From an optimization exercise on the open Yosys and OpenROAD flow, aimed at small area, a short achievable clock period and few clock cycles per item; shortcuts taken in it are not production practice.
Only simulation tests tie the RTL to the original design; equivalence was not proved.
Power and IR drop assume default switching activity.

## design/flow/flow/run.sh

```bash
#!/bin/bash
# Standard synthesis and layout, with buf_2 cells as the port buffers; the
# layout's timing repair aims at a setup slack of MARGIN ns (the clock
# period and constraints are unchanged) on the worst endpoints, and may
# resize cells across footprints.
set -euo pipefail
MARGIN=19
bash standard.sh synth > synth.log 2>&1
bash standard.sh "BUFFER_PORTS_ARGS=-buffer_cell sky130_fd_sc_hd__buf_2" \
    SETUP_SLACK_MARGIN=$MARGIN TNS_END_PERCENT=5 MATCH_CELL_FOOTPRINT=0 finish > layout.log 2>&1
```

## design/flow/standard.sh

```bash
#!/bin/bash
# synth_recipe.tcl (not shown) runs the flow's synth.tcl, then flattens the netlist and writes it again
# the make line also repeats each setting of config.mk as NAME=value (left out here)
make -C /OpenROAD-flow-scripts/flow DESIGN_CONFIG=/design/flow/config.mk WORK_HOME=/design/flow/orfs CLKGATE_MAP_FILE= SYNTH_SCRIPT=/design/flow/synth_recipe.tcl "${@:-finish}"
```

## design/flow/config.mk

```make
export PLATFORM = sky130hd
export DESIGN_NAME = vfix_unit
export DESIGN_NICKNAME = vfix_unit
export VERILOG_FILES = /design/flow/design.v
export SDC_FILE = /design/flow/constraint.sdc
export NUM_CORES = 8
export LEC_CHECK = 0
export ABC_AREA = 1
export CAP_MARGIN = 20
export CORE_MARGIN = 2
export CORE_UTILIZATION = 50
export SLEW_MARGIN = 20
export SYNTH_HIERARCHICAL = 1
```

## design/flow/constraint.sdc

```tcl
create_clock -name core_clock -period 25.0 [get_ports {clk}]
set_input_delay 5.0000 -clock core_clock [delete_from_list [all_inputs] [get_ports {clk}]]
set_output_delay 5.0000 -clock core_clock [all_outputs]
set_load 0.01 [all_outputs]
```

## design/flow/design.v

```verilog
module vfix_lane (
    input  wire        neg,       
    input  wire        rne,       
    input  wire        k15,       
    input  wire        klo,       
    input  wire [16:0] X,
    input  wire [17:0] Y,
    input  wire [16:0] A,
    output wire [17:0] v
);
    wire [18:0] Ye = {Y, 1'b0};
    reg  [8:0] one, two, nb;
    integer i;
    always @* begin
        for (i = 0; i < 9; i = i + 1) begin
            one[i] = Ye[2*i+1] ^ Ye[2*i];
            two[i] = (Ye[2*i+2] & ~Ye[2*i+1] & ~Ye[2*i]) | (~Ye[2*i+2] & Ye[2*i+1] & Ye[2*i]);
            nb[i]  = Ye[2*i+2] ^ neg;
        end
    end
    wire [17:0] Xs = {X[16], X};
    wire [17:0] X2 = {X, 1'b0};
    wire [17:0] pp0 = ((({18{one[0]}} & Xs) | ({18{two[0]}} & X2)) ^ {18{nb[0]}}) ^ 18'h20000;
    wire [17:0] pp1 = ((({18{one[1]}} & Xs) | ({18{two[1]}} & X2)) ^ {18{nb[1]}}) ^ 18'h20000;
    wire [17:0] pp2 = ((({18{one[2]}} & Xs) | ({18{two[2]}} & X2)) ^ {18{nb[2]}}) ^ 18'h20000;
    wire [17:0] pp3 = ((({18{one[3]}} & Xs) | ({18{two[3]}} & X2)) ^ {18{nb[3]}}) ^ 18'h20000;
    wire [17:0] pp4 = ((({18{one[4]}} & Xs) | ({18{two[4]}} & X2)) ^ {18{nb[4]}}) ^ 18'h20000;
    wire [17:0] pp5 = ((({18{one[5]}} & Xs) | ({18{two[5]}} & X2)) ^ {18{nb[5]}}) ^ 18'h20000;
    wire [17:0] pp6 = ((({18{one[6]}} & Xs) | ({18{two[6]}} & X2)) ^ {18{nb[6]}}) ^ 18'h20000;
    wire [17:0] pp7 = ((({18{one[7]}} & Xs) | ({18{two[7]}} & X2)) ^ {18{nb[7]}}) ^ 18'h20000;
    wire [17:0] pp8 = ((({18{one[8]}} & Xs) | ({18{two[8]}} & X2)) ^ {18{nb[8]}}) ^ 18'h20000;
    wire cr0 = ~klo;
    wire cr15 = ~(k15 ^ klo);
    wire cr16 = ~(k15 | klo);
    wire cr17 = (k15 | klo);
    wire ks0, kc0, ks1, kc1, ks2, kc2, ks3, kc3, ks4, kc4, ks5, kc5;
    wire ks6, kc6, ks7, kc7, ks8, kc8, ks9, kc9, ks10, kc10, ks11, kc11;
    wire ks12, kc12, ks13, kc13, ks14, kc14, ks15, kc15, ks16, kc16, ks17, kc17;
    wire ks18, kc18, ks19, kc19, ks20, kc20, hs0, hc0, fs0, fc0, fs1, fc1;
    wire fs2, fc2, fs3, fc3, hs1, hc1, fs4, fc4, hs2, hc2, hs3, hc3;
    wire fs5, fc5, hs4, hc4, fs6, fc6, hs5, hc5, fs7, fc7, fs8, fc8;
    wire hs6, hc6, fs9, fc9, fs10, fc10, fs11, fc11, fs12, fc12, fs13, fc13;
    wire fs14, fc14, fs15, fc15, fs16, fc16, fs17, fc17, fs18, fc18, fs19, fc19;
    wire fs20, fc20, fs21, fc21, fs22, fc22, fs23, fc23, fs24, fc24, fs25, fc25;
    wire hs7, hc7, fs26, fc26, fs27, fc27, fs28, fc28, fs29, fc29, hs8, hc8;
    wire fs30, fc30, fs31, fc31, hs9, hc9, fs32, fc32, hs10, hc10, hs11, hc11;
    wire fs33, fc33, hs12, hc12, fs34, fc34, hs13, hc13, fs35, fc35, fs36, fc36;
    wire fs37, fc37, fs38, fc38, fs39, fc39, fs40, fc40, fs41, fc41, fs42, fc42;
    wire fs43, fc43, fs44, fc44, fs45, fc45, fs46, fc46, fs47, fc47, fs48, fc48;
    wire fs49, fc49, fs50, fc50, fs51, fc51, fs52, fc52, fs53, fc53, fs54, fc54;
    wire fs55, fc55, fs56, fc56, fs57, fc57, fs58, fc58, fs59, fc59, fs60, fc60;
    wire fs61, fc61, fs62, fc62, fs63, fc63, fs64, fc64, fs65, fc65, fs66, fc66;
    wire fs67, fc67, hs14, hc14, fs68, fc68, fs69, fc69, hs15, hc15, fs70, fc70;
    wire hs16, hc16, hs17, hc17, fs71, fc71, fs72, fc72, fs73, fc73, fs74, fc74;
    wire fs75, fc75, fs76, fc76, fs77, fc77, fs78, fc78, fs79, fc79, fs80, fc80;
    wire fs81, fc81, fs82, fc82, fs83, fc83, fs84, fc84, fs85, fc85, fs86, fc86;
    wire fs87, fc87, fs88, fc88, fs89, fc89, fs90, fc90, fs91, fc91, fs92, fc92;
    wire fs93, fc93, fs94, fc94, hs18, hc18, fs95, fc95, hs19, hc19, hs20, hc20;
    wire hs21, hc21, hs22, hc22, fs96, fc96, fs97, fc97, fs98, fc98, fs99, fc99;
    wire fs100, fc100, fs101, fc101, fs102, fc102, fs103, fc103, fs104, fc104, fs105, fc105;
    wire fs106, fc106, fs107, fc107, fs108, fc108, fs109, fc109, fs110, fc110, fs111, fc111;
    wire fs112, fc112, fs113, fc113, fs114, fc114, fs115, fc115, fs116, fc116, fs117, fc117;
    wire fs118, fc118, fs119, fc119, fs120, fc120, fs121, fc121, fs122, fc122, fs123, fc123;
    wire hs23, hc23, fs124, fc124, g0_0, p0_0, g1_1, p1_1, g2_2, p2_2, g3_3, p3_3;
    wire g4_4, p4_4, g5_5, p5_5, g6_6, p6_6, g7_7, p7_7, g8_8, p8_8, g9_9, p9_9;
    wire g10_10, p10_10, g11_11, p11_11, g12_12, p12_12, g13_13, p13_13, g14_14, p14_14, g15_15, p15_15;
    wire g16_16, p16_16, g17_17, p17_17, g18_18, p18_18, g19_19, p19_19, g20_20, p20_20, g21_21, p21_21;
    wire g22_22, p22_22, g23_23, p23_23, g24_24, p24_24, g25_25, p25_25, g26_26, p26_26, g27_27, p27_27;
    wire g28_28, p28_28, g29_29, p29_29, g30_30, p30_30, g31_31, p31_31, g32_32, p32_32, g33_33, p33_33;
    wire G34, G35, P35, G36, P36, G37, P37, G38, P38, G39, P39, G40;
    wire P40, G41, P41, G42, G43, P43, G44, P44, G45, P45, G46, G47;
    wire P47, G48, G49, G50, P50, G51, P51, G52, P52, G53, P53, G54;
    wire P54, G55, P55, G56, P56, G57, P57, G58, P58, G59, P59, G60;
    wire P60, G61, P61, G62, P62, G63, P63, G64, P64, G65, P65, G66;
    wire P66, G67, P67, G68, P68, G69, P69, G70, P70, G71, P71, G72;
    wire P72, G73, P73, G74, P74, G75, P75, G76, P76, G77, P77, G78;
    wire P78, G79, P79, G80, P80, G81, P81, G82, P82, G83, P83, G84;
    wire P84, C85, C86, C87, C88, C89, C90, C91, C92, C93, C94, C95;
    wire C96, C97, C98, C99, C100, C101, vs0, vs1, vs2, vs3, vs4, vs5;
    wire vs6, vs7, vs8, vs9, vs10, vs11, vs12, vs13, vs14, vs15, vs16, vs17;
    assign ks0 = ~(nb[1] ^ pp0[2]);
    assign kc0 = nb[1] | pp0[2];
    assign ks1 = ~(pp0[3] ^ pp1[1]);
    assign kc1 = pp0[3] | pp1[1];
    assign ks2 = ~(nb[2] ^ pp0[4]);
    assign kc2 = nb[2] | pp0[4];
    assign ks3 = ~(pp0[5] ^ pp1[3]);
    assign kc3 = pp0[5] | pp1[3];
    assign ks4 = ~(nb[3] ^ pp0[6]);
    assign kc4 = nb[3] | pp0[6];
    assign ks5 = ~(pp0[7] ^ pp1[5]);
    assign kc5 = pp0[7] | pp1[5];
    assign ks6 = ~(nb[4] ^ pp0[8]);
    assign kc6 = nb[4] | pp0[8];
    assign ks7 = ~(pp0[9] ^ pp1[7]);
    assign kc7 = pp0[9] | pp1[7];
    assign ks8 = ~(nb[5] ^ pp0[10]);
    assign kc8 = nb[5] | pp0[10];
    assign ks9 = ~(pp0[11] ^ pp1[9]);
    assign kc9 = pp0[11] | pp1[9];
    assign ks10 = ~(nb[6] ^ pp0[12]);
    assign kc10 = nb[6] | pp0[12];
    assign ks11 = ~(pp0[13] ^ pp1[11]);
    assign kc11 = pp0[13] | pp1[11];
    assign ks12 = ~(nb[7] ^ pp0[14]);
    assign kc12 = nb[7] | pp0[14];
    assign ks13 = ~(A[2] ^ pp1[16]);
    assign kc13 = A[2] | pp1[16];
    assign ks14 = ~(A[4] ^ pp2[16]);
    assign kc14 = A[4] | pp2[16];
    assign ks15 = ~(A[6] ^ pp3[16]);
    assign kc15 = A[6] | pp3[16];
    assign ks16 = ~(A[8] ^ pp4[16]);
    assign kc16 = A[8] | pp4[16];
    assign ks17 = ~(A[10] ^ pp5[16]);
    assign kc17 = A[10] | pp5[16];
    assign ks18 = ~(A[12] ^ pp6[16]);
    assign kc18 = A[12] | pp6[16];
    assign ks19 = ~(A[14] ^ pp7[16]);
    assign kc19 = A[14] | pp7[16];
    assign ks20 = ~(A[16] ^ pp8[16]);
    assign kc20 = A[16] | pp8[16];
    assign hs0 = cr15 ^ pp0[15];
    assign hc0 = cr15 & pp0[15];
    vfix_fa u_fa0 (.a(A[0]), .b(nb[8]), .ci(cr16), .s(fs0), .co(fc0));
    vfix_fa u_fa1 (.a(pp0[16]), .b(pp1[14]), .ci(pp2[12]), .s(fs1), .co(fc1));
    vfix_fa u_fa2 (.a(A[1]), .b(cr17), .ci(pp0[17]), .s(fs2), .co(fc2));
    vfix_fa u_fa3 (.a(pp1[15]), .b(pp2[13]), .ci(pp3[11]), .s(fs3), .co(fc3));
    assign hs1 = pp2[14] ^ pp3[12];
    assign hc1 = pp2[14] & pp3[12];
    vfix_fa u_fa4 (.a(A[3]), .b(pp1[17]), .ci(pp2[15]), .s(fs4), .co(fc4));
    assign hs2 = pp1[8] ^ pp2[6];
    assign hc2 = pp1[8] & pp2[6];
    assign hs3 = pp2[7] ^ pp3[5];
    assign hc3 = pp2[7] & pp3[5];
    vfix_fa u_fa5 (.a(pp1[10]), .b(pp2[8]), .ci(pp3[6]), .s(fs5), .co(fc5));
    assign hs4 = pp4[4] ^ pp5[2];
    assign hc4 = pp4[4] & pp5[2];
    vfix_fa u_fa6 (.a(pp2[9]), .b(pp3[7]), .ci(pp4[5]), .s(fs6), .co(fc6));
    assign hs5 = pp5[3] ^ pp6[1];
    assign hc5 = pp5[3] & pp6[1];
    vfix_fa u_fa7 (.a(pp1[12]), .b(pp2[10]), .ci(pp3[8]), .s(fs7), .co(fc7));
    vfix_fa u_fa8 (.a(pp4[6]), .b(pp5[4]), .ci(pp6[2]), .s(fs8), .co(fc8));
    assign hs6 = pp7[0] ^ kc11;
    assign hc6 = pp7[0] & kc11;
    vfix_fa u_fa9 (.a(pp1[13]), .b(pp2[11]), .ci(pp3[9]), .s(fs9), .co(fc9));
    vfix_fa u_fa10 (.a(pp4[7]), .b(pp5[5]), .ci(pp6[3]), .s(fs10), .co(fc10));
    vfix_fa u_fa11 (.a(pp7[1]), .b(kc12), .ci(hs0), .s(fs11), .co(fc11));
    vfix_fa u_fa12 (.a(fs0), .b(pp3[10]), .ci(pp4[8]), .s(fs12), .co(fc12));
    vfix_fa u_fa13 (.a(pp5[6]), .b(pp6[4]), .ci(pp7[2]), .s(fs13), .co(fc13));
    vfix_fa u_fa14 (.a(pp8[0]), .b(hc0), .ci(fs1), .s(fs14), .co(fc14));
    vfix_fa u_fa15 (.a(fc0), .b(pp4[9]), .ci(pp5[7]), .s(fs15), .co(fc15));
    vfix_fa u_fa16 (.a(pp6[5]), .b(pp7[3]), .ci(pp8[1]), .s(fs16), .co(fc16));
    vfix_fa u_fa17 (.a(fc1), .b(fs2), .ci(fs3), .s(fs17), .co(fc17));
    vfix_fa u_fa18 (.a(pp4[10]), .b(pp5[8]), .ci(pp6[6]), .s(fs18), .co(fc18));
    vfix_fa u_fa19 (.a(pp7[4]), .b(pp8[2]), .ci(hs1), .s(fs19), .co(fc19));
    vfix_fa u_fa20 (.a(ks13), .b(fc2), .ci(fc3), .s(fs20), .co(fc20));
    vfix_fa u_fa21 (.a(pp3[13]), .b(pp4[11]), .ci(pp5[9]), .s(fs21), .co(fc21));
    vfix_fa u_fa22 (.a(pp6[7]), .b(pp7[5]), .ci(pp8[3]), .s(fs22), .co(fc22));
    vfix_fa u_fa23 (.a(hc1), .b(kc13), .ci(fs4), .s(fs23), .co(fc23));
    vfix_fa u_fa24 (.a(pp3[14]), .b(pp4[12]), .ci(pp5[10]), .s(fs24), .co(fc24));
    vfix_fa u_fa25 (.a(pp6[8]), .b(pp7[6]), .ci(pp8[4]), .s(fs25), .co(fc25));
    assign hs7 = ks14 ^ fc4;
    assign hc7 = ks14 & fc4;
    vfix_fa u_fa26 (.a(A[5]), .b(pp2[17]), .ci(pp3[15]), .s(fs26), .co(fc26));
    vfix_fa u_fa27 (.a(pp4[13]), .b(pp5[11]), .ci(pp6[9]), .s(fs27), .co(fc27));
    vfix_fa u_fa28 (.a(pp7[7]), .b(pp8[5]), .ci(kc14), .s(fs28), .co(fc28));
    vfix_fa u_fa29 (.a(pp4[14]), .b(pp5[12]), .ci(pp6[10]), .s(fs29), .co(fc29));
    assign hs8 = pp7[8] ^ pp8[6];
    assign hc8 = pp7[8] & pp8[6];
    vfix_fa u_fa30 (.a(A[7]), .b(pp3[17]), .ci(pp4[15]), .s(fs30), .co(fc30));
    vfix_fa u_fa31 (.a(pp5[13]), .b(pp6[11]), .ci(pp7[9]), .s(fs31), .co(fc31));
    assign hs9 = pp5[14] ^ pp6[12];
    assign hc9 = pp5[14] & pp6[12];
    vfix_fa u_fa32 (.a(A[9]), .b(pp4[17]), .ci(pp5[15]), .s(fs32), .co(fc32));
    assign hs10 = pp1[4] ^ pp2[2];
    assign hc10 = pp1[4] & pp2[2];
    assign hs11 = pp2[3] ^ pp3[1];
    assign hc11 = pp2[3] & pp3[1];
    vfix_fa u_fa33 (.a(pp1[6]), .b(pp2[4]), .ci(pp3[2]), .s(fs33), .co(fc33));
    assign hs12 = pp4[0] ^ kc5;
    assign hc12 = pp4[0] & kc5;
    vfix_fa u_fa34 (.a(pp2[5]), .b(pp3[3]), .ci(pp4[1]), .s(fs34), .co(fc34));
    assign hs13 = kc6 ^ ks7;
    assign hc13 = kc6 & ks7;
    vfix_fa u_fa35 (.a(pp3[4]), .b(pp4[2]), .ci(pp5[0]), .s(fs35), .co(fc35));
    vfix_fa u_fa36 (.a(kc7), .b(hs2), .ci(ks8), .s(fs36), .co(fc36));
    vfix_fa u_fa37 (.a(pp4[3]), .b(pp5[1]), .ci(hc2), .s(fs37), .co(fc37));
    vfix_fa u_fa38 (.a(kc8), .b(hs3), .ci(ks9), .s(fs38), .co(fc38));
    vfix_fa u_fa39 (.a(pp6[0]), .b(hc3), .ci(kc9), .s(fs39), .co(fc39));
    vfix_fa u_fa40 (.a(hs4), .b(ks10), .ci(fs5), .s(fs40), .co(fc40));
    vfix_fa u_fa41 (.a(hc4), .b(kc10), .ci(hs5), .s(fs41), .co(fc41));
    vfix_fa u_fa42 (.a(ks11), .b(fc5), .ci(fs6), .s(fs42), .co(fc42));
    vfix_fa u_fa43 (.a(hc5), .b(ks12), .ci(fc6), .s(fs43), .co(fc43));
    vfix_fa u_fa44 (.a(hs6), .b(fs7), .ci(fs8), .s(fs44), .co(fc44));
    vfix_fa u_fa45 (.a(hc6), .b(fc7), .ci(fc8), .s(fs45), .co(fc45));
    vfix_fa u_fa46 (.a(fs10), .b(fs9), .ci(fs11), .s(fs46), .co(fc46));
    vfix_fa u_fa47 (.a(fc10), .b(fc9), .ci(fs12), .s(fs47), .co(fc47));
    vfix_fa u_fa48 (.a(fs13), .b(fc11), .ci(fs14), .s(fs48), .co(fc48));
    vfix_fa u_fa49 (.a(fc12), .b(fc13), .ci(fs15), .s(fs49), .co(fc49));
    vfix_fa u_fa50 (.a(fs16), .b(fc14), .ci(fs17), .s(fs50), .co(fc50));
    vfix_fa u_fa51 (.a(fc15), .b(fc16), .ci(fs18), .s(fs51), .co(fc51));
    vfix_fa u_fa52 (.a(fs19), .b(fs20), .ci(fc17), .s(fs52), .co(fc52));
    vfix_fa u_fa53 (.a(fc18), .b(fs21), .ci(fs22), .s(fs53), .co(fc53));
    vfix_fa u_fa54 (.a(fc19), .b(fc20), .ci(fs23), .s(fs54), .co(fc54));
    vfix_fa u_fa55 (.a(fc21), .b(fc22), .ci(fs24), .s(fs55), .co(fc55));
    vfix_fa u_fa56 (.a(fs25), .b(hs7), .ci(fc23), .s(fs56), .co(fc56));
    vfix_fa u_fa57 (.a(fc24), .b(fc25), .ci(fs26), .s(fs57), .co(fc57));
    vfix_fa u_fa58 (.a(fs27), .b(hc7), .ci(fs28), .s(fs58), .co(fc58));
    vfix_fa u_fa59 (.a(hs8), .b(ks15), .ci(fc26), .s(fs59), .co(fc59));
    vfix_fa u_fa60 (.a(fc27), .b(fs29), .ci(fc28), .s(fs60), .co(fc60));
    vfix_fa u_fa61 (.a(pp8[7]), .b(hc8), .ci(kc15), .s(fs61), .co(fc61));
    vfix_fa u_fa62 (.a(fc29), .b(fs30), .ci(fs31), .s(fs62), .co(fc62));
    vfix_fa u_fa63 (.a(pp7[10]), .b(pp8[8]), .ci(hs9), .s(fs63), .co(fc63));
    vfix_fa u_fa64 (.a(ks16), .b(fc30), .ci(fc31), .s(fs64), .co(fc64));
    vfix_fa u_fa65 (.a(pp6[13]), .b(pp7[11]), .ci(pp8[9]), .s(fs65), .co(fc65));
    vfix_fa u_fa66 (.a(hc9), .b(kc16), .ci(fs32), .s(fs66), .co(fc66));
    vfix_fa u_fa67 (.a(pp6[14]), .b(pp7[12]), .ci(pp8[10]), .s(fs67), .co(fc67));
    assign hs14 = ks17 ^ fc32;
    assign hc14 = ks17 & fc32;
    vfix_fa u_fa68 (.a(A[11]), .b(pp5[17]), .ci(pp6[15]), .s(fs68), .co(fc68));
    vfix_fa u_fa69 (.a(pp7[13]), .b(pp8[11]), .ci(kc17), .s(fs69), .co(fc69));
    assign hs15 = pp7[14] ^ pp8[12];
    assign hc15 = pp7[14] & pp8[12];
    vfix_fa u_fa70 (.a(A[13]), .b(pp6[17]), .ci(pp7[15]), .s(fs70), .co(fc70));
    assign hs16 = pp1[2] ^ pp2[0];
    assign hc16 = pp1[2] & pp2[0];
    assign hs17 = pp2[1] ^ kc2;
    assign hc17 = pp2[1] & kc2;
    vfix_fa u_fa71 (.a(pp3[0]), .b(kc3), .ci(hs10), .s(fs71), .co(fc71));
    vfix_fa u_fa72 (.a(hc10), .b(kc4), .ci(hs11), .s(fs72), .co(fc72));
    vfix_fa u_fa73 (.a(hc11), .b(ks6), .ci(hs12), .s(fs73), .co(fc73));
    vfix_fa u_fa74 (.a(hc12), .b(fc33), .ci(fs34), .s(fs74), .co(fc74));
    vfix_fa u_fa75 (.a(fc34), .b(hc13), .ci(fs35), .s(fs75), .co(fc75));
    vfix_fa u_fa76 (.a(fc35), .b(fs37), .ci(fc36), .s(fs76), .co(fc76));
    vfix_fa u_fa77 (.a(fc37), .b(fs39), .ci(fc38), .s(fs77), .co(fc77));
    vfix_fa u_fa78 (.a(fc39), .b(fs41), .ci(fc40), .s(fs78), .co(fc78));
    vfix_fa u_fa79 (.a(fc41), .b(fs43), .ci(fc42), .s(fs79), .co(fc79));
    vfix_fa u_fa80 (.a(fc43), .b(fs45), .ci(fc44), .s(fs80), .co(fc80));
    vfix_fa u_fa81 (.a(fc45), .b(fs47), .ci(fc46), .s(fs81), .co(fc81));
    vfix_fa u_fa82 (.a(fc47), .b(fs49), .ci(fc48), .s(fs82), .co(fc82));
    vfix_fa u_fa83 (.a(fc49), .b(fs51), .ci(fc50), .s(fs83), .co(fc83));
    vfix_fa u_fa84 (.a(fc51), .b(fs53), .ci(fc52), .s(fs84), .co(fc84));
    vfix_fa u_fa85 (.a(fc53), .b(fs55), .ci(fc54), .s(fs85), .co(fc85));
    vfix_fa u_fa86 (.a(fc55), .b(fs57), .ci(fs58), .s(fs86), .co(fc86));
    vfix_fa u_fa87 (.a(fs59), .b(fc57), .ci(fs60), .s(fs87), .co(fc87));
    vfix_fa u_fa88 (.a(fs61), .b(fc59), .ci(fs62), .s(fs88), .co(fc88));
    vfix_fa u_fa89 (.a(fc61), .b(fs63), .ci(fs64), .s(fs89), .co(fc89));
    vfix_fa u_fa90 (.a(fs65), .b(fc63), .ci(fc64), .s(fs90), .co(fc90));
    vfix_fa u_fa91 (.a(fc65), .b(fs67), .ci(hs14), .s(fs91), .co(fc91));
    vfix_fa u_fa92 (.a(fc67), .b(fs68), .ci(hc14), .s(fs92), .co(fc92));
    vfix_fa u_fa93 (.a(hs15), .b(ks18), .ci(fc68), .s(fs93), .co(fc93));
    vfix_fa u_fa94 (.a(pp8[13]), .b(hc15), .ci(kc18), .s(fs94), .co(fc94));
    assign hs18 = pp8[14] ^ ks19;
    assign hc18 = pp8[14] & ks19;
    vfix_fa u_fa95 (.a(A[15]), .b(pp7[17]), .ci(pp8[15]), .s(fs95), .co(fc95));
    assign hs19 = nb[0] ^ cr0;
    assign hc19 = nb[0] & cr0;
    assign hs20 = 1'b1 ^ pp0[1];
    assign hc20 = 1'b1 & pp0[1];
    assign hs21 = pp1[0] ^ ks0;
    assign hc21 = pp1[0] & ks0;
    assign hs22 = kc0 ^ ks1;
    assign hc22 = kc0 & ks1;
    vfix_fa u_fa96 (.a(kc1), .b(hs16), .ci(ks2), .s(fs96), .co(fc96));
    vfix_fa u_fa97 (.a(hc16), .b(ks3), .ci(hs17), .s(fs97), .co(fc97));
    vfix_fa u_fa98 (.a(ks4), .b(hc17), .ci(fs71), .s(fs98), .co(fc98));
    vfix_fa u_fa99 (.a(ks5), .b(fc71), .ci(fs72), .s(fs99), .co(fc99));
    vfix_fa u_fa100 (.a(fs33), .b(fc72), .ci(fs73), .s(fs100), .co(fc100));
    vfix_fa u_fa101 (.a(hs13), .b(fc73), .ci(fs74), .s(fs101), .co(fc101));
    vfix_fa u_fa102 (.a(fs36), .b(fc74), .ci(fs75), .s(fs102), .co(fc102));
    vfix_fa u_fa103 (.a(fs38), .b(fc75), .ci(fs76), .s(fs103), .co(fc103));
    vfix_fa u_fa104 (.a(fs40), .b(fc76), .ci(fs77), .s(fs104), .co(fc104));
    vfix_fa u_fa105 (.a(fs42), .b(fc77), .ci(fs78), .s(fs105), .co(fc105));
    vfix_fa u_fa106 (.a(fs44), .b(fc78), .ci(fs79), .s(fs106), .co(fc106));
    vfix_fa u_fa107 (.a(fs46), .b(fc79), .ci(fs80), .s(fs107), .co(fc107));
    vfix_fa u_fa108 (.a(fc80), .b(fs48), .ci(fs81), .s(fs108), .co(fc108));
    vfix_fa u_fa109 (.a(fs50), .b(fc81), .ci(fs82), .s(fs109), .co(fc109));
    vfix_fa u_fa110 (.a(fs52), .b(fc82), .ci(fs83), .s(fs110), .co(fc110));
    vfix_fa u_fa111 (.a(fs54), .b(fc83), .ci(fs84), .s(fs111), .co(fc111));
    vfix_fa u_fa112 (.a(fs56), .b(fc84), .ci(fs85), .s(fs112), .co(fc112));
    vfix_fa u_fa113 (.a(fc56), .b(fs86), .ci(fc85), .s(fs113), .co(fc113));
    vfix_fa u_fa114 (.a(fc58), .b(fc86), .ci(fs87), .s(fs114), .co(fc114));
    vfix_fa u_fa115 (.a(fc60), .b(fs88), .ci(fc87), .s(fs115), .co(fc115));
    vfix_fa u_fa116 (.a(fc62), .b(fc88), .ci(fs89), .s(fs116), .co(fc116));
    vfix_fa u_fa117 (.a(fs66), .b(fc89), .ci(fs90), .s(fs117), .co(fc117));
    vfix_fa u_fa118 (.a(fc66), .b(fs91), .ci(fc90), .s(fs118), .co(fc118));
    vfix_fa u_fa119 (.a(fs69), .b(fs92), .ci(fc91), .s(fs119), .co(fc119));
    vfix_fa u_fa120 (.a(fc69), .b(fs93), .ci(fc92), .s(fs120), .co(fc120));
    vfix_fa u_fa121 (.a(fs70), .b(fs94), .ci(fc93), .s(fs121), .co(fc121));
    vfix_fa u_fa122 (.a(fc70), .b(hs18), .ci(fc94), .s(fs122), .co(fc122));
    vfix_fa u_fa123 (.a(kc19), .b(hc18), .ci(fs95), .s(fs123), .co(fc123));
    assign hs23 = ks20 ^ fc95;
    assign hc23 = ks20 & fc95;
    vfix_fa u_fa124 (.a(A[16]), .b(pp8[17]), .ci(kc20), .s(fs124), .co(fc124));
    assign g0_0 = pp0[0] & hs19;
    assign p0_0 = pp0[0] ^ hs19;
    assign g1_1 = hc19 & hs20;
    assign p1_1 = hc19 ^ hs20;
    assign g2_2 = hc20 & hs21;
    assign p2_2 = hc20 ^ hs21;
    assign g3_3 = hc21 & hs22;
    assign p3_3 = hc21 ^ hs22;
    assign g4_4 = hc22 & fs96;
    assign p4_4 = hc22 ^ fs96;
    assign g5_5 = fc96 & fs97;
    assign p5_5 = fc96 ^ fs97;
    assign g6_6 = fc97 & fs98;
    assign p6_6 = fc97 ^ fs98;
    assign g7_7 = fc98 & fs99;
    assign p7_7 = fc98 ^ fs99;
    assign g8_8 = fc99 & fs100;
    assign p8_8 = fc99 ^ fs100;
    assign g9_9 = fc100 & fs101;
    assign p9_9 = fc100 ^ fs101;
    assign g10_10 = fc101 & fs102;
    assign p10_10 = fc101 ^ fs102;
    assign g11_11 = fc102 & fs103;
    assign p11_11 = fc102 ^ fs103;
    assign g12_12 = fc103 & fs104;
    assign p12_12 = fc103 ^ fs104;
    assign g13_13 = fc104 & fs105;
    assign p13_13 = fc104 ^ fs105;
    assign g14_14 = fc105 & fs106;
    assign p14_14 = fc105 ^ fs106;
    assign g15_15 = fc106 & fs107;
    assign p15_15 = fc106 ^ fs107;
    assign g16_16 = fc107 & fs108;
    assign p16_16 = fc107 ^ fs108;
    assign g17_17 = fc108 & fs109;
    assign p17_17 = fc108 ^ fs109;
    assign g18_18 = fc109 & fs110;
    assign p18_18 = fc109 ^ fs110;
    assign g19_19 = fc110 & fs111;
    assign p19_19 = fc110 ^ fs111;
    assign g20_20 = fc111 & fs112;
    assign p20_20 = fc111 ^ fs112;
    assign g21_21 = fc112 & fs113;
    assign p21_21 = fc112 ^ fs113;
    assign g22_22 = fc113 & fs114;
    assign p22_22 = fc113 ^ fs114;
    assign g23_23 = fc114 & fs115;
    assign p23_23 = fc114 ^ fs115;
    assign g24_24 = fc115 & fs116;
    assign p24_24 = fc115 ^ fs116;
    assign g25_25 = fc116 & fs117;
    assign p25_25 = fc116 ^ fs117;
    assign g26_26 = fc117 & fs118;
    assign p26_26 = fc117 ^ fs118;
    assign g27_27 = fc118 & fs119;
    assign p27_27 = fc118 ^ fs119;
    assign g28_28 = fc119 & fs120;
    assign p28_28 = fc119 ^ fs120;
    assign g29_29 = fc120 & fs121;
    assign p29_29 = fc120 ^ fs121;
    assign g30_30 = fc121 & fs122;
    assign p30_30 = fc121 ^ fs122;
    assign g31_31 = fc122 & fs123;
    assign p31_31 = fc122 ^ fs123;
    assign g32_32 = fc123 & hs23;
    assign p32_32 = fc123 ^ hs23;
    assign g33_33 = hc23 & fs124;
    assign p33_33 = hc23 ^ fs124;
    wire cin0 = rne ? (p16_16 ^ A[0]) : 1'b1;
    assign G34 = g0_0 | (p0_0 & cin0);
    assign G35 = g2_2 | (p2_2 & g1_1);
    assign P35 = p2_2 & p1_1;
    assign G36 = g4_4 | (p4_4 & g3_3);
    assign P36 = p4_4 & p3_3;
    assign G37 = g6_6 | (p6_6 & g5_5);
    assign P37 = p6_6 & p5_5;
    assign G38 = g8_8 | (p8_8 & g7_7);
    assign P38 = p8_8 & p7_7;
    assign G39 = g10_10 | (p10_10 & g9_9);
    assign P39 = p10_10 & p9_9;
    assign G40 = g12_12 | (p12_12 & g11_11);
    assign P40 = p12_12 & p11_11;
    assign G41 = g14_14 | (p14_14 & g13_13);
    assign P41 = p14_14 & p13_13;
    assign G42 = G35 | (P35 & G34);
    assign G43 = G37 | (P37 & G36);
    assign P43 = P37 & P36;
    assign G44 = G39 | (P39 & G38);
    assign P44 = P39 & P38;
    assign G45 = G41 | (P41 & G40);
    assign P45 = P41 & P40;
    assign G46 = G43 | (P43 & G42);
    assign G47 = G45 | (P45 & G44);
    assign P47 = P45 & P44;
    assign G48 = G47 | (P47 & G46);
    assign G49 = g15_15 | (p15_15 & G48);
    assign G50 = g17_17 | (p17_17 & g16_16);
    assign P50 = p17_17 & p16_16;
    assign G51 = g19_19 | (p19_19 & g18_18);
    assign P51 = p19_19 & p18_18;
    assign G52 = g21_21 | (p21_21 & g20_20);
    assign P52 = p21_21 & p20_20;
    assign G53 = g23_23 | (p23_23 & g22_22);
    assign P53 = p23_23 & p22_22;
    assign G54 = g25_25 | (p25_25 & g24_24);
    assign P54 = p25_25 & p24_24;
    assign G55 = g27_27 | (p27_27 & g26_26);
    assign P55 = p27_27 & p26_26;
    assign G56 = g29_29 | (p29_29 & g28_28);
    assign P56 = p29_29 & p28_28;
    assign G57 = g31_31 | (p31_31 & g30_30);
    assign P57 = p31_31 & p30_30;
    assign G58 = g33_33 | (p33_33 & g32_32);
    assign P58 = p33_33 & p32_32;
    assign G59 = g18_18 | (p18_18 & G50);
    assign P59 = p18_18 & P50;
    assign G60 = G51 | (P51 & G50);
    assign P60 = P51 & P50;
    assign G61 = g22_22 | (p22_22 & G52);
    assign P61 = p22_22 & P52;
    assign G62 = G53 | (P53 & G52);
    assign P62 = P53 & P52;
    assign G63 = g26_26 | (p26_26 & G54);
    assign P63 = p26_26 & P54;
    assign G64 = G55 | (P55 & G54);
    assign P64 = P55 & P54;
    assign G65 = g30_30 | (p30_30 & G56);
    assign P65 = p30_30 & P56;
    assign G66 = G57 | (P57 & G56);
    assign P66 = P57 & P56;
    assign G67 = g20_20 | (p20_20 & G60);
    assign P67 = p20_20 & P60;
    assign G68 = G52 | (P52 & G60);
    assign P68 = P52 & P60;
    assign G69 = G61 | (P61 & G60);
    assign P69 = P61 & P60;
    assign G70 = G62 | (P62 & G60);
    assign P70 = P62 & P60;
    assign G71 = g28_28 | (p28_28 & G64);
    assign P71 = p28_28 & P64;
    assign G72 = G56 | (P56 & G64);
    assign P72 = P56 & P64;
    assign G73 = G65 | (P65 & G64);
    assign P73 = P65 & P64;
    assign G74 = G66 | (P66 & G64);
    assign P74 = P66 & P64;
    assign G75 = g24_24 | (p24_24 & G70);
    assign P75 = p24_24 & P70;
    assign G76 = G54 | (P54 & G70);
    assign P76 = P54 & P70;
    assign G77 = G63 | (P63 & G70);
    assign P77 = P63 & P70;
    assign G78 = G64 | (P64 & G70);
    assign P78 = P64 & P70;
    assign G79 = G71 | (P71 & G70);
    assign P79 = P71 & P70;
    assign G80 = G72 | (P72 & G70);
    assign P80 = P72 & P70;
    assign G81 = G73 | (P73 & G70);
    assign P81 = P73 & P70;
    assign G82 = G74 | (P74 & G70);
    assign P82 = P74 & P70;
    assign G83 = g32_32 | (p32_32 & G82);
    assign P83 = p32_32 & P82;
    assign G84 = G58 | (P58 & G82);
    assign P84 = P58 & P82;
    assign C85 = g16_16 | (p16_16 & G49);
    assign C86 = G50 | (P50 & G49);
    assign C87 = G59 | (P59 & G49);
    assign C88 = G60 | (P60 & G49);
    assign C89 = G67 | (P67 & G49);
    assign C90 = G68 | (P68 & G49);
    assign C91 = G69 | (P69 & G49);
    assign C92 = G70 | (P70 & G49);
    assign C93 = G75 | (P75 & G49);
    assign C94 = G76 | (P76 & G49);
    assign C95 = G77 | (P77 & G49);
    assign C96 = G78 | (P78 & G49);
    assign C97 = G79 | (P79 & G49);
    assign C98 = G80 | (P80 & G49);
    assign C99 = G81 | (P81 & G49);
    assign C100 = G82 | (P82 & G49);
    assign C101 = G83 | (P83 & G49);
    assign vs0 = p16_16 ^ G49;
    assign vs1 = p17_17 ^ C85;
    assign vs2 = p18_18 ^ C86;
    assign vs3 = p19_19 ^ C87;
    assign vs4 = p20_20 ^ C88;
    assign vs5 = p21_21 ^ C89;
    assign vs6 = p22_22 ^ C90;
    assign vs7 = p23_23 ^ C91;
    assign vs8 = p24_24 ^ C92;
    assign vs9 = p25_25 ^ C93;
    assign vs10 = p26_26 ^ C94;
    assign vs11 = p27_27 ^ C95;
    assign vs12 = p28_28 ^ C96;
    assign vs13 = p29_29 ^ C97;
    assign vs14 = p30_30 ^ C98;
    assign vs15 = p31_31 ^ C99;
    assign vs16 = p32_32 ^ C100;
    assign vs17 = p33_33 ^ C101;
    assign v = {vs17, vs16, vs15, vs14, vs13, vs12, vs11, vs10, vs9, vs8, vs7, vs6, vs5, vs4, vs3, vs2, vs1, vs0};
endmodule
module vfix_fa (
    input  wire a,
    input  wire b,
    input  wire ci,
    output wire s,
    output wire co
);
    assign s  = a ^ b ^ ci;
    assign co = (a & b) | (a & ci) | (b & ci);
endmodule
module vfix_unit #(
    parameter LANES = 4
) (
    input  wire                  clk,
    input  wire                  rst,
    input  wire                  in_valid,
    output wire                  in_ready,
    input  wire [2:0]            in_func,
    input  wire                  in_type,
    input  wire [1:0]            in_rnd,
    input  wire                  in_zero,
    input  wire [LANES-1:0]      in_pred,
    input  wire [16*LANES-1:0]   in_a,
    input  wire [16*LANES-1:0]   in_b,
    input  wire [16*LANES-1:0]   in_c,
    input  wire [16*LANES-1:0]   in_d,
    output reg                   out_valid,
    output reg  [16*LANES-1:0]   out_d,
    output reg                   out_sat
);
    assign in_ready = 1'b1;
    wire f_fma  = (in_func == 3'd1);
    wire f_fms  = (in_func == 3'd2);
    wire f_lerp = (in_func == 3'd3);
    wire f_add  = (in_func == 3'd4);
    wire f_sub  = (in_func == 3'd5);
    wire f_rsh  = (in_func == 3'd6);
    wire f_conv = (in_func == 3'd7);
    wire f_pow2 = in_func[2];            
    wire typ    = in_type;
    wire a_sgn  = f_conv ? typ : ~typ;   
    wire neg    = f_fms | f_sub;         
    wire k15 = f_fms ? (in_rnd != 2'd0) : (in_rnd != 2'd1);
    wire klo = f_fms & ~in_rnd[1];
    reg [17*LANES-1:0] p_x, p_a;
    reg [18*LANES-1:0] p_y;
    reg [15:0] a, b, c, d, a16;
    reg [15:0] sg, sp;
    reg [16:0] sg0, sp0;
    reg [16:0] sg1, sp1;
    reg [16:0] sg2, sp2;
    reg [16:0] sg3, sp3;
    reg [16:0] sg4, sp4;
    reg [16:0] bma;
    reg [17:0] yp, y;
    reg [18:0] ye;
    reg        pr, sx_lerp, sx_sub, sx_a, sa_d, sa_c, sa_a, sa_b, sy_c, sy_b, sy_b2, sy_p;
    integer l, j;
    always @* begin
        for (l = 0; l < LANES; l = l + 1) begin
            a  = in_a[16*l +: 16];
            b  = in_b[16*l +: 16];
            c  = in_c[16*l +: 16];
            d  = in_d[16*l +: 16];
            pr = in_pred[l];
            sg = b & ~a;
            sp = ~(b ^ a);
            sg0[1] = sg[0] | (sp[0] & 1'b1);
            sg0[3] = sg[2] | (sp[2] & sg[1]);
            sp0[3] = sp[2] & sp[1];
            sg0[5] = sg[4] | (sp[4] & sg[3]);
            sp0[5] = sp[4] & sp[3];
            sg0[7] = sg[6] | (sp[6] & sg[5]);
            sp0[7] = sp[6] & sp[5];
            sg0[9] = sg[8] | (sp[8] & sg[7]);
            sp0[9] = sp[8] & sp[7];
            sg0[11] = sg[10] | (sp[10] & sg[9]);
            sp0[11] = sp[10] & sp[9];
            sg0[13] = sg[12] | (sp[12] & sg[11]);
            sp0[13] = sp[12] & sp[11];
            sg0[15] = sg[14] | (sp[14] & sg[13]);
            sp0[15] = sp[14] & sp[13];
            sg1[2] = sg[1] | (sp[1] & sg0[1]);
            sp1[2] = sp[1] & 1'b0;
            sg1[3] = sg0[3] | (sp0[3] & sg0[1]);
            sp1[3] = sp0[3] & 1'b0;
            sg1[6] = sg[5] | (sp[5] & sg0[5]);
            sp1[6] = sp[5] & sp0[5];
            sg1[7] = sg0[7] | (sp0[7] & sg0[5]);
            sp1[7] = sp0[7] & sp0[5];
            sg1[10] = sg[9] | (sp[9] & sg0[9]);
            sp1[10] = sp[9] & sp0[9];
            sg1[11] = sg0[11] | (sp0[11] & sg0[9]);
            sp1[11] = sp0[11] & sp0[9];
            sg1[14] = sg[13] | (sp[13] & sg0[13]);
            sp1[14] = sp[13] & sp0[13];
            sg1[15] = sg0[15] | (sp0[15] & sg0[13]);
            sp1[15] = sp0[15] & sp0[13];
            sg2[4] = sg[3] | (sp[3] & sg1[3]);
            sp2[4] = sp[3] & sp1[3];
            sg2[5] = sg0[5] | (sp0[5] & sg1[3]);
            sp2[5] = sp0[5] & sp1[3];
            sg2[6] = sg1[6] | (sp1[6] & sg1[3]);
            sp2[6] = sp1[6] & sp1[3];
            sg2[7] = sg1[7] | (sp1[7] & sg1[3]);
            sp2[7] = sp1[7] & sp1[3];
            sg2[12] = sg[11] | (sp[11] & sg1[11]);
            sp2[12] = sp[11] & sp1[11];
            sg2[13] = sg0[13] | (sp0[13] & sg1[11]);
            sp2[13] = sp0[13] & sp1[11];
            sg2[14] = sg1[14] | (sp1[14] & sg1[11]);
            sp2[14] = sp1[14] & sp1[11];
            sg2[15] = sg1[15] | (sp1[15] & sg1[11]);
            sp2[15] = sp1[15] & sp1[11];
            sg3[8] = sg[7] | (sp[7] & sg2[7]);
            sp3[8] = sp[7] & sp2[7];
            sg3[9] = sg0[9] | (sp0[9] & sg2[7]);
            sp3[9] = sp0[9] & sp2[7];
            sg3[10] = sg1[10] | (sp1[10] & sg2[7]);
            sp3[10] = sp1[10] & sp2[7];
            sg3[11] = sg1[11] | (sp1[11] & sg2[7]);
            sp3[11] = sp1[11] & sp2[7];
            sg3[12] = sg2[12] | (sp2[12] & sg2[7]);
            sp3[12] = sp2[12] & sp2[7];
            sg3[13] = sg2[13] | (sp2[13] & sg2[7]);
            sp3[13] = sp2[13] & sp2[7];
            sg3[14] = sg2[14] | (sp2[14] & sg2[7]);
            sp3[14] = sp2[14] & sp2[7];
            sg3[15] = sg2[15] | (sp2[15] & sg2[7]);
            sp3[15] = sp2[15] & sp2[7];
            sg4[16] = sg[15] | (sp[15] & sg3[15]);
            sp4[16] = sp[15] & sp3[15];
            bma = {~sg4[16], sp[15] ^ sg3[15], sp[14] ^ sg3[14], sp[13] ^ sg3[13], sp[12] ^ sg3[12], sp[11] ^ sg3[11], sp[10] ^ sg3[10], sp[9] ^ sg3[9], sp[8] ^ sg3[8], sp[7] ^ sg2[7], sp[6] ^ sg2[6], sp[5] ^ sg2[5], sp[4] ^ sg2[4], sp[3] ^ sg1[3], sp[2] ^ sg1[2], sp[1] ^ sg0[1], sp[0] ^ 1'b1};
            sx_lerp = pr & f_lerp;
            sx_sub  = pr & f_sub;
            sx_a    = pr & ~f_lerp & ~f_sub;
            p_x[17*l +: 17] = ({17{sx_lerp}} & bma)
                            | ({17{sx_sub}}  & {~typ & b[15], b})
                            | ({17{sx_a}}    & {a_sgn & a[15], a});
            sa_d = ~pr & ~in_zero;
            sa_c = pr & (f_fma | f_fms);
            sa_a = pr & (f_lerp | f_sub | (f_conv & typ));
            sa_b = pr & f_add;
            a16  = ({16{sa_d}} & d) | ({16{sa_c}} & c) | ({16{sa_a}} & a) | ({16{sa_b}} & b);
            p_a[17*l +: 17] = {a16[15] & (~typ | (pr & f_conv)), a16};
            sy_c  = pr & f_lerp;
            sy_b  = pr & ~f_pow2 & ~f_lerp & typ;
            sy_b2 = pr & ~f_pow2 & ~f_lerp & ~typ;
            sy_p  = pr & f_pow2;
            for (j = 0; j < 18; j = j + 1)
                yp[j] = f_rsh ? (b[3:0] == 16 - j)
                              : ((f_conv & ~typ) ? (j == 15) : (j == 16));
            y = ({18{sy_c}} & {2'b00, c}) | ({18{sy_b}} & {2'b00, b})
              | ({18{sy_b2}} & {b[15], b, 1'b0}) | ({18{sy_p}} & yp);
            p_y[18*l +: 18] = y;
        end
    end
    reg                 s1_valid;
    reg                 s1_typ, s1_rne, s1_k15, s1_klo;
    reg [LANES-1:0]     s1_neg;
    reg [17*LANES-1:0]  s1_x, s1_a;
    reg [18*LANES-1:0]  s1_y;
    always @(posedge clk) begin
        if (rst)
            s1_valid <= 1'b0;
        else
            s1_valid <= in_valid;
        s1_neg <= {LANES{neg}} & in_pred;    
        s1_typ <= typ;
        s1_rne <= in_rnd[1];
        s1_k15 <= k15;
        s1_klo <= klo;
        s1_x   <= p_x;
        s1_y   <= p_y;
        s1_a   <= p_a;
    end
    wire [18*LANES-1:0] lane_v;
    genvar i;
    generate
        for (i = 0; i < LANES; i = i + 1) begin : g_lane
            vfix_lane u_lane (
                .neg (s1_neg[i]),
                .rne (s1_rne),
                .k15 (s1_k15),
                .klo (s1_klo),
                .X   (s1_x[17*i +: 17]),
                .Y   (s1_y[18*i +: 18]),
                .A   (s1_a[17*i +: 17]),
                .v   (lane_v[18*i +: 18])
            );
        end
    endgenerate
    reg                 s2_valid;
    reg                 s2_typ;
    reg [18*LANES-1:0]  s2_v;
    always @(posedge clk) begin
        if (rst)
            s2_valid <= 1'b0;
        else
            s2_valid <= s1_valid;
        s2_typ <= s1_typ;
        s2_v   <= lane_v;
    end
    reg [16*LANES-1:0] res;
    reg                sat;
    reg [17:0]         v;
    reg                ovf;
    integer q;
    always @* begin
        sat = 1'b0;
        for (q = 0; q < LANES; q = q + 1) begin
            v   = s2_v[18*q +: 18];
            ovf = s2_typ ? (v[17] | v[16]) : ~((v[17] == v[16]) & (v[16] == v[15]));
            sat = sat | ovf;
            if (!ovf)
                res[16*q +: 16] = v[15:0];
            else if (s2_typ)
                res[16*q +: 16] = {16{~v[17]}};
            else
                res[16*q +: 16] = {v[17], {15{~v[17]}}};
        end
    end
    always @(posedge clk) begin
        if (rst)
            out_valid <= 1'b0;
        else
            out_valid <= s2_valid;
        out_d   <= res;
        out_sat <= sat;
    end
endmodule
```

==> notes.md, run 1 <==
total power around 8.6 mW; Async SR Flop Fraction 0%; number of DRC markers in iteration 0 ~4200; Hold Path Cell Cnt 0; layout cell share with drive strength beyond 1 19.8%; Worst Path Buf+Inv 2; Starting Density between 50% and 60%; port buffer count 335; most frequent cell after synthesis nand2_1; drt wl/cell 21.7 microns; crit-path most repeated cell nand2_4; peak supply drop 0.000165 V; Cells after Synth a little under 6000; vias in the first global route approximately 42000; Yosys cell types 53; via count about 43000; nets between 7000 and 8000; pre-CTS setup slack 17.55 ns; clock share of power a little under 8%; critical path type input port to flop; Hold Path End s2_typ; status complete, no violations; sw power approximately 4.7 mW; crit path launch in_b[42]; Die Ht around 310 microns; Synth warnings 8; crit share post-route between 20% and 30%; max_cap viols 0; r2r setup slk between 15 and 20 ns; CP top delay family adder cells; largest net degree at the start of global routing 28; die area 0.0966 sq mm; GRT Util Overall approximately a third; Worst Reg-to-Reg Cells 24; remaining global-route overflow 0; ranking of synthesized cells by area fa_1 22%, dfxtp_1 15%, xor2_1 12%; final setup margin ~19 ns; WP data arrival 6.68 ns; RR Endpoint s2_v[55]; Core Util, Final 58.7%; Post-synth EDFFs 0; WHS about 0.33 ns; Switching Share between 50% and 60%; worst hold path type flop to flop; die width approximately 310 microns; synthesized area ~0.047 sq mm; Post-DP HPWL 123000 microns; Worst setup EP type flop; Slowest cell on crit path fa_1; internal power 3.91 mW; Worst Min Path Start s1_typ; clock root cell clkbuf_16; CP cell instances buf_6 -> ha_4 -> nand2_2 -> inv_2 -> nand2_4 -> nor3_4 -> nand2_4 -> nand2_4 -> a21oi_4 -> fa_1 -> o221ai_2; Rel. slew slack 21.5%; vias per std cell a little under 6; clk slew on worst S/H paths approximately 0.06 ns; syn_nets about 7000; H-tree Lvls 2; Hold Violations, Final 0; 1st-pass router iterations 7; number of remaining DRC errors 0; critical path depth 11; Startpoint Class input port; # rows 112; final setup vio count 0; reg-to-reg startpoint s1_neg[3]; RSZ-0062 raised after global routing yes; Comb power frac between 80 and 90%; power density over cell area between 150 and 200 mW/mm^2; Leakage 27.2 nW; Max stage delay on crit path approximately 0.55 ns; Boundary Pins 337; fillers 8655; highest net fanout along the worst path 5; initial antenna violation count 19; fin. max-slew vios 0; Mean Syn Cell Area 8.07 sq um; hold buffers post-CTS 0; Worst Path Required ~25 ns; Synth top area share 22.1%; Worst Skew approximately 0.033 ns; setup tns final 0 ns; synth cell count leaders 1044 x nand2_1, 671 x inv_1, 644 x xor2_1, 597 x o22ai_1, 520 x fa_1; Routed Antenna Nets 0; CTS sink cnt between 300 and 400; area growth from synthesis to layout 16.4%; Final min period approximately 6.2 ns; Final GP Congestion ~1; #FFs+latches synth roughly 360; TritonCTS Buffers 43; CTS tree done; clk buf depth 3; worst skew pair latency around 0.62 ns; ys flop type dfxtp_1; sequential cell area fraction in the yosys report between 10% and 20%; f_max between 150 and 200 MHz; first-pass GRT wire length 246000 microns; Synth area leader fa_1; Reg power frac between 10% and 20%; CORE AREA 0.0933 sq mm; final WL 161000 microns; Worst-Margin Slew roughly 1.2 ns
layout by cell type, fill, tap and decap left out, drive strengths merged, types with 5 or more instances in the layout:
master / instances
nand2: 1087
inv: 717
xor2: 644
o22ai: 597
buf: 542
fa: 520
ha: 378
dfxtp: 357
a21oi: 287
nor2: 267
nand3: 182
o21ai: 133
clkbuf: 64
clkinvlp: 56
xnor2: 48
clkinv: 46
o2111ai: 44
a22oi: 30
nor3: 26
o221ai: 25
or2: 16
nand4: 15
o211ai: 11
a21o: 8
o21bai: 8
a211oi: 8
diode: 6
o31ai: 5
bufinv: 5
power groups by stage:
| stage | combinational [mW] | clock [mW] | sequential, mW |
|---|---|---|---|
| 2_1_floorplan | 6.40 | 0 | 0.888 |
| 3_3_place_gp | 6.82 | 0 | 0.880 |
| 3_5_place_dp | 6.95 | 0 | 0.880 |
| 4_1_cts | 7.02 | 0.687 | 0.870 |
| 5_1_grt | 8.11 | 0.706 | 0.886 |
| 6_report | 7.03 | 0.673 | 0.873 |
per-layer routing:
metal	global-route usage (%)	wire [microns]	vias up
li1	-	-	19792
met2	51.5	72000	2062
met4	10.3	5650	22
met5	0	126	-
met1	44.3	68100	20541
met3	6.59	15100	357
modules after synthesis, one instance, submodules excluded:
module	flip-flops and latches	times used	cells inside	cell area, sq um
vfix_lane	0	4	820	5370
vfix_unit	357	1	2050	15600
vfix_fa	0	500	1	20.0
sequential cells by signal, indices dropped and copies added (netlist names):
register	cells
s1_neg	4
out_sat	1
out_valid	1
s2_v	72
s1_valid	1
s1_x	68
s1_typ	1
s2_valid	1
s1_rne	1
s2_typ	1
s1_a	68
s1_y	72
s1_k15	1
out_d	64
s1_klo	1
worst max-delay path by stage:
stage / endpoint / slack [ns]
global route: s1_x[56] / 18.73
finish: s1_x[49] / 18.79
CTS: s1_x[15] / 18.83
detailed placement: s1_a[67] / 17.55
global placement: s1_a[67] / 17.69
floorplan: s1_x[49] / 18.43
final cells by class:
| cell class | instances | area (sq um) | share of cell area [%] |
|---|---|---|---|
| tap | 1254 | 1570 | 2.86 |
| antenna | 6 | 15.0 | 0.0274 |
| timing repair buffer | 547 | 3920 | 7.15 |
| timing repair inverter | 4 | 27.5 | 0.0502 |
| inverter | 803 | 3370 | 6.15 |
| sequential | 357 | 7190 | 13.1 |
| multi-input combinational | 4366 | 37200 | 67.9 |
| clock inverter | 17 | 243 | 0.443 |
| clock buffer | 59 | 1250 | 2.27 |
worst reg2reg max path: stages (launching register included):
cell,delay (ns)
dfxtp_4,0.55
xnor2_4,0.17
inv_6,0.23
fa_1,0.51
fa_1,0.58
fa_1,0.44
fa_1,0.53
fa_1,0.44
ha_1,0.39
inv_1,0.09
nand2_1,0.05
nand3_1,0.08
nand2_1,0.06
nand2_1,0.06
nand2_1,0.05
nand2_1,0.07
nand2_1,0.05
nand2_1,0.11
nand2_1,0.07
nand2_1,0.10
nand2_1,0.10
nand2_4,0.19
inv_1,0.10
fa_1,0.43
xnor2_1,0.14
repair_timing:
action	4_1_cts	5_1_grt
gates resized for setup	258	343
endpoints found under the setup margin	315	325
buffers inserted	51	123
gates cloned	3	1
pin swaps	57	99
kinds of logic after synthesis:
group                    share of synthesized area [%]
AND/OR/NAND/NOR                                   14.2
AO/OA/AOI/OAI                                     15.5
buffers and inverters                             9.86
adder cells (fa/ha/maj)                           32.2
XOR/XNOR                                          13.1
flip-flops                                        15.2
other                                          0.00797
per-stage QoR:
step	cell area, sq um	cells
after floorplan	47800	5830
after global placement	49700	7152
after detailed placement	49700	7152
after CTS	52400	7282
after global routing	54800	7408
final	54800	7413
Testbench counts, summed over its fixed seeds: cycles 16,024, items 16,000.
==> run 2, diff against run 1 <==
--- a/design/flow/config.mk
+++ b/design/flow/config.mk
@@ -8,6 +8,6 @@
 export ABC_AREA = 1
-export CAP_MARGIN = 20
+export CAP_MARGIN = 0
 export CORE_MARGIN = 2
-export CORE_UTILIZATION = 50
-export SLEW_MARGIN = 20
+export CORE_UTILIZATION = 65
+export SLEW_MARGIN = 0
 export SYNTH_HIERARCHICAL = 1
==> notes.md, run 2 <==
max_cap viols 0; Rel. slew slack 20.0%; Worst Reg-to-Reg Cells 24; f_max 160 MHz; H-tree Lvls 2; final WL around 150000 microns; nets ~7200; post-synthesis mux area share 0%; worst skew pair latency ~0.62 ns; CTS tree done; Final min period approximately 6.3 ns; Die Ht between 200 and 300 microns; most common cell after layout, fill and taps aside nand2_1; Worst-Margin Slew roughly 1.2 ns; setup tns final 0 ns; vias in the first global route 42156; Worst Min Path Start s1_typ; Synth Area in Adders approximately a third; Final GP Congestion 0.992; die width 273 microns; Async SR Flop Fraction 0%; post-synthesis compound-gate area fraction ~16%; CTS sink cnt 357; Max stage delay on crit path about 0.53 ns; crit share post-route between 20% and 30%; Yosys cell types 53; largest net degree at the start of global routing 28; power density over cell area ~160 mW/mm^2; Hold Path Cell Cnt 0; Reg power frac 10.2%; Post-synth EDFFs 0; vias per std cell 6.19; fin. max-slew vios 0; RSZ-0062 raised after global routing yes; clock root cell clkbuf_16; CORE AREA ~0.072 sq mm; Synth warnings 8; area growth from synthesis to layout 14.1%; Hold Path End s2_typ; port buffer count 335; drt wl/cell 21.7 microns; clock share of power 8.0%; Starting Density between 60% and 70%; Switching Share 54.8%; sequential cell area fraction in the yosys report ~15%; Worst Path Required between 20 and 30 ns; worst hold path type flop to flop; Mean Syn Cell Area a little over 8 sq um; Routed Antenna Nets 0; # rows 98; Boundary Pins about 340; clk slew on worst S/H paths 0.06 ns; number of remaining DRC errors 0; remaining global-route overflow 0; via count 43732; synth cell count leaders 1044 x nand2_1, 671 x inv_1, 644 x xor2_1, 597 x o22ai_1, 520 x fa_1; xor and xnor area share after synthesis between 10% and 20%; Slowest cell on crit path fa_1; ranking of synthesized cells by area fa_1 22%, dfxtp_1 15%, xor2_1 12%; reg-to-reg startpoint s1_x[33]; CP cell instances buf_4 -> ha_4 -> nand2_4 -> inv_4 -> nand2_4 -> nor3_4 -> nand2_2 -> nand2_2 -> a21oi_2 -> fa_1 -> o221ai_2; Leakage about 27 nW; peak supply drop 0.000442 V; status complete, no violations; fillers 5499; internal power around 3.9 mW; Sequential cell area 0.00717 sq mm; critical path type input port to flop; 1st-pass router iterations 8; Core Util, Final about 75%; RR Endpoint s2_v[18]; first-pass GRT wire length roughly 230000 microns; Top Registers s1_y x72, s2_v x72; multi-input combinational cell area 0.0370 sq mm; sw power 4.70 mW; post-synthesis simple-gate area fraction approximately 14%; initial antenna violation count 13; Cells after Synth between 5000 and 6000; ys flop type dfxtp_1; highest net fanout along the worst path 6; final setup vio count 0; Hold Violations, Final 0; Synth top area share between 20% and 30%; Synth area leader fa_1; syn_nets about 7000; most frequent cell after synthesis nand2_1; r2r setup slk between 15 and 20 ns; TritonCTS Buffers 44; clk buf depth 3; die area 0.0746 sq mm; WP data arrival ~6.7 ns; layout cell share with drive strength beyond 1 18.7%; Comb power frac ~82%; synthesized area 0.0471 sq mm; largest family of logic cells by synthesized area adder cells; #FFs+latches synth between 300 and 400; GRT Util Overall ~40%; Startpoint Class input port; number of DRC markers in iteration 0 about 5200; hold buffers post-CTS 0; Worst Skew between 0.03 and 0.04 ns; crit path launch in_b[39]; Worst setup EP type flop; Post-DP HPWL about 120000 microns; commonest cells after routing, fill and taps aside 921 x nand2_1, 644 x xor2_1, 597 x o22ai_1, 590 x inv_1, 515 x fa_1
## run 2: worst max-delay path: cells and delay by family
family | cells | cell delay, ns
and+or+nand+nor | 5 | 0.51
AOI/OAI and AO/OA | 2 | 0.17
buffers and inverters | 2 | 0.23
adders and majority gates | 2 | 0.82
## run 2: kinds of logic (layout without fill, tap and decap cells)
logic type      after synthesis  after routing
compound gates             1176           1176
other cells                   1              7
buf+inv                    1107           1383
simple gates               1599           1599
flops                       357            357
fa+ha+maj                   898            898
xor+xnor                    692            692
## run 2: worst max-delay path by stage
stage | end | slack [ns]
floorplan | s1_x[49] | 18.43
global placement | s1_y[55] | 17.73
detailed placement | s1_a[67] | 17.68
CTS | s1_x[15] | 18.84
global route | s1_x[49] | 18.69
finish | s1_x[49] | 18.74
## run 2: per-layer routing
layer / routed length (microns) / vias up / part of all wire [%] / track usage (%)
li1: - / 19712 / - / -
met1: 59000 / 20879 / 38 / 51.8
met2: 68900 / 2604 / 45 / 62.5
met3: 17400 / 519 / 11 / 9.72
met4: 7940 / 18 / 5.2 / 18.2
met5: 111 / - / 0.072 / 0
## run 2: power by group through the flow
stage,clock network (mW),logic [mW],registers [mW]
floorplan,0,6.40,0.888
global placement,0,6.65,0.882
detailed placement,0,6.86,0.883
CTS,0.690,6.96,0.872
global route,0.709,8.02,0.889
finish,0.684,7.02,0.878
## run 2: modules after synthesis, one instance, submodules excluded
module     cells  times used  area, sq um  flip-flops and latches
vfix_unit   2050           1        15600                     357
vfix_fa        1         500         20.0                       0
vfix_lane    820           4         5370                       0
## run 2: timing repair
action,in CTS,in global routing
setup endpoints to repair,286,324
pin swaps,62,81
buffers inserted,49,80
gates cloned,3,1
gates resized for setup,218,295
## run 2: stage by stage
step	total power [mW]	cell area, sq um	worst slack, ns	instances	hold WS [ns]
after floorplan	7.29	47800	18.43	5830	0.310
after global placement	7.53	49300	17.73	6846	0.314
after detailed placement	7.75	49300	17.68	6846	0.318
after CTS	8.52	51900	18.84	6975	0.331
after global routing	9.62	53700	18.69	7056	0.335
final	8.58	53700	18.74	7062	0.328
## run 2: cell type report
type                            count  area share [%]
Antenna cell                        6          0.0280
Clock buffer                       51            2.21
Clock inverter                     26           0.601
Inverter                          803            6.18
Multi-Input combinational cell   4366            69.0
Sequential cell                   357            13.4
Tap cell                          950            2.21
Timing Repair Buffer              499            6.35
Timing Repair inverter              4          0.0559
==> run 3, diff against run 2 <==
==> design/flow/flow/run.sh (replaced) <==
#!/bin/bash
# Standard synthesis and layout, with buf_2 cells as the port buffers.
set -euo pipefail
bash standard.sh synth > synth.log 2>&1
bash standard.sh "BUFFER_PORTS_ARGS=-buffer_cell sky130_fd_sc_hd__buf_2" finish > layout.log 2>&1
--- a/design/flow/config.mk
+++ b/design/flow/config.mk
@@ -8,6 +8,6 @@
 export ABC_AREA = 1
-export CAP_MARGIN = 0
+export CAP_MARGIN = 20
 export CORE_MARGIN = 2
-export CORE_UTILIZATION = 65
-export SLEW_MARGIN = 0
+export CORE_UTILIZATION = 50
+export SLEW_MARGIN = 20
 export SYNTH_HIERARCHICAL = 1
==> notes.md, run 3 <==
Starting Density 50.4%; Yosys cell types 53; CORE AREA 0.0933 sq mm; Mean Syn Cell Area about 8.1 sq um; sequential cell area fraction in the yosys report approximately 15%; CP top delay family buffers and inverters; remaining global-route overflow 0; layout cell share with drive strength beyond 1 10.8%; Startpoint Class input port; initial antenna violation count 34; ranking of synthesized cells by area fa_1 22%, dfxtp_1 15%, xor2_1 12%; Leakage roughly 26 nW; hold buffers post-CTS 0; synthesized area ~0.047 sq mm; Cells after Synth 5830; die width between 300 and 400 microns; Worst Path Buf+Inv 4; drt wl/cell about 22 microns; fillers between 8000 and 9000; TritonCTS Buffers 45; Die Ht roughly 310 microns; vias per std cell 5.78; Boundary Pins about 340; most frequent cell after synthesis nand2_1; highest net fanout along the worst path 14; clk slew on worst S/H paths about 0.07 ns; commonest cells after routing, fill and taps aside 1044 x nand2_1, 671 x inv_1, 644 x xor2_1, 597 x o22ai_1, 520 x fa_1; Worst Path Required around 26 ns; WP data arrival 7.38 ns; 1st-pass router iterations 6; clock root cell clkbuf_16; die area slightly below 0.1 sq mm; H-tree Lvls 2; critical path type input port to flop; Synth warnings 8; Max stage delay on crit path approximately 0.4 ns; CP cell instances buf_2 -> inv_1 -> nor2_1 -> ha_1 -> inv_1 -> nand2_2 -> nand2_1 -> inv_1 -> nand2_1 -> a21oi_1; port buffer count around 340; Async SR Flop Fraction 0%; Core Util, Final a little over half; Hold Path Cell Cnt 0; number of setup buffers added after CTS 0; GRT Util Overall between 30% and 40%; final WL roughly 160000 microns; Worst Reg-to-Reg Cells 24; # rows between 100 and 150; crit share post-route a little over a quarter; Final GP Congestion between 0.9 and 1; Routed Antenna Nets 0; syn_nets around 7000; crit-path most repeated cell inv_1; via count between 40000 and 50000; max_cap viols 0; Final min period between 6 and 7 ns; Synth area leader fa_1; Slowest cell on crit path nor2_1; fin. max-slew vios 0; setup tns final 0 ns; Hold Violations, Final 0; worst skew pair latency slightly above 0.6 ns; CTS sink cnt between 300 and 400; CTS tree done; largest net degree at the start of global routing 28; Worst setup EP type flop; Post-DP HPWL about 120000 microns; f_max 146 MHz; power density over cell area between 150 and 200 mW/mm^2; most common cell after layout, fill and taps aside nand2_1; Post-synth EDFFs 0; area growth from synthesis to layout 7.50%; final setup vio count 0; #FFs+latches synth ~360; multi-input combinational cell area 0.0353 sq mm; Rel. slew slack 22.5%; worst hold path type flop to flop; critical path depth 10; Worst Skew 0.0392 ns; synth cell count leaders 1044 x nand2_1, 671 x inv_1, 644 x xor2_1, 597 x o22ai_1, 520 x fa_1; status complete, no violations; RSZ-0062 raised after global routing no; Top Registers s1_y x72, s2_v x72; post_cts resized 0; ys flop type dfxtp_1; Worst-Margin Slew 1.16 ns; clk buf depth 3; Sequential cell area approximately 0.007 sq mm; nets 7116; peak supply drop 0.000163 V; number of remaining DRC errors 0; first-pass GRT wire length 243000 microns; Synth top area share 22.1%; vias in the first global route 40925; number of DRC markers in iteration 0 between 4000 and 5000
## run 3: metal layers
layer	up-vias	GRT usage, %	routed length, microns
met5	-	0	161
met4	26	9.87	5370
met3	352	7.83	15700
met2	2089	50.8	70500
met1	20039	43.4	66800
li1	19422	-	-
## run 3: per-module statistics from Yosys, one instance, submodules excluded
| module | flops+latches | area, sq um |
|---|---|---|
| vfix_unit | 357 | 15600 |
| vfix_fa | 0 | 20.0 |
| vfix_lane | 0 | 5370 |
## run 3: through the flow
stage	hold slack, ns	instances	worst slack [ns]	total power [mW]	cell area (sq um)
floorplan	0.310	5830	18.26	7.27	47100
global placement	0.311	7155	17.71	7.70	49000
CTS	0.330	7237	18.25	8.56	50600
detailed placement	0.312	7155	17.60	7.81	49000
global route	0.339	7240	17.99	9.63	50600
finish	0.329	7251	18.17	8.52	50600
## run 3: kinds of logic after synthesis
kind of cell,after synthesis,synth area share (%)
AND/OR/NAND/NOR,1599,14.2
AO/OA/AOI/OAI,1176,15.5
buffers and inverters,1107,9.86
adder cells (fa/ha/maj),898,32.2
XOR/XNOR,692,13.1
flip-flops,357,15.2
other,1,0.00797
## run 3: worst register-to-register path: cells and delay by family (launching register included)
family                   cells  cell delay, ns
adder cells (fa/ha/maj)      7            3.43
AND/OR/NAND/NOR             12            0.99
flip-flops                   1            0.90
buffers and inverters        3            0.76
XOR/XNOR                     2            0.49
## run 3: worst paths after layout
check              from       end  slack (ns)
max          in_func[2]  s1_a[33]       18.17
min              s1_typ    s2_typ        0.33
max reg2reg   s1_neg[1]  s2_v[19]       18.32
min reg2reg      s1_typ    s2_typ        0.33
## run 3: cell type report
type	count	area share (%)
Antenna cell	14	0.0692
Clock buffer	55	2.42
Clock inverter	27	0.687
Inverter	803	5.96
Multi-Input combinational cell	4366	69.7
Sequential cell	357	14.1
Tap cell	1254	3.10
Timing Repair Buffer	375	3.91
## run 3: power by group
group          total (mW)  leakage, nW  internal, mW  switching, mW
Combinational        6.95         22.3          2.64           4.31
Sequential          0.865         2.98         0.805         0.0608
Clock               0.705        0.765         0.415          0.290

## separate check: timing with driven ports
The results above use ideal ports. As a check the final layouts listed here were re-extracted and re-timed, cells and wires unchanged.
Step 1 sets driving cells, clkbuf_16 on the clock port and buf_2 on the other inputs (assumed; they add their load-dependent delay and slew).
Step 2 moves the port delays by t, midway between the first and last clock arrival at a register: inputs arrive t later, outputs are due t later. That takes back most of the time a late clock gives input paths.
Three values: ideal ports, drivers, drivers and shift; two values: the first two.
run | shift t [ns] | slack for setup (ns) | hold slack, ns | slew at the worst register clock pin (ns)
run 1 | 0.670 | 18.789 / 18.770 / 18.100 | 0.327 / 0.327 / 0.327 | 0.07 / 0.07
run 2 | 0.672 | 18.737 / 18.748 / 18.076 | 0.328 / 0.328 / 0.328 | 0.07 / 0.07
run 3 | 0.673 | 18.167 / 18.202 / 17.528 | 0.329 / 0.329 / 0.329 | 0.07 / 0.07
After both steps every run listed still meets setup and hold. The setup slack of run 1, which loses most, moves by -0.019 ns with the drivers and by -0.689 ns with both steps.
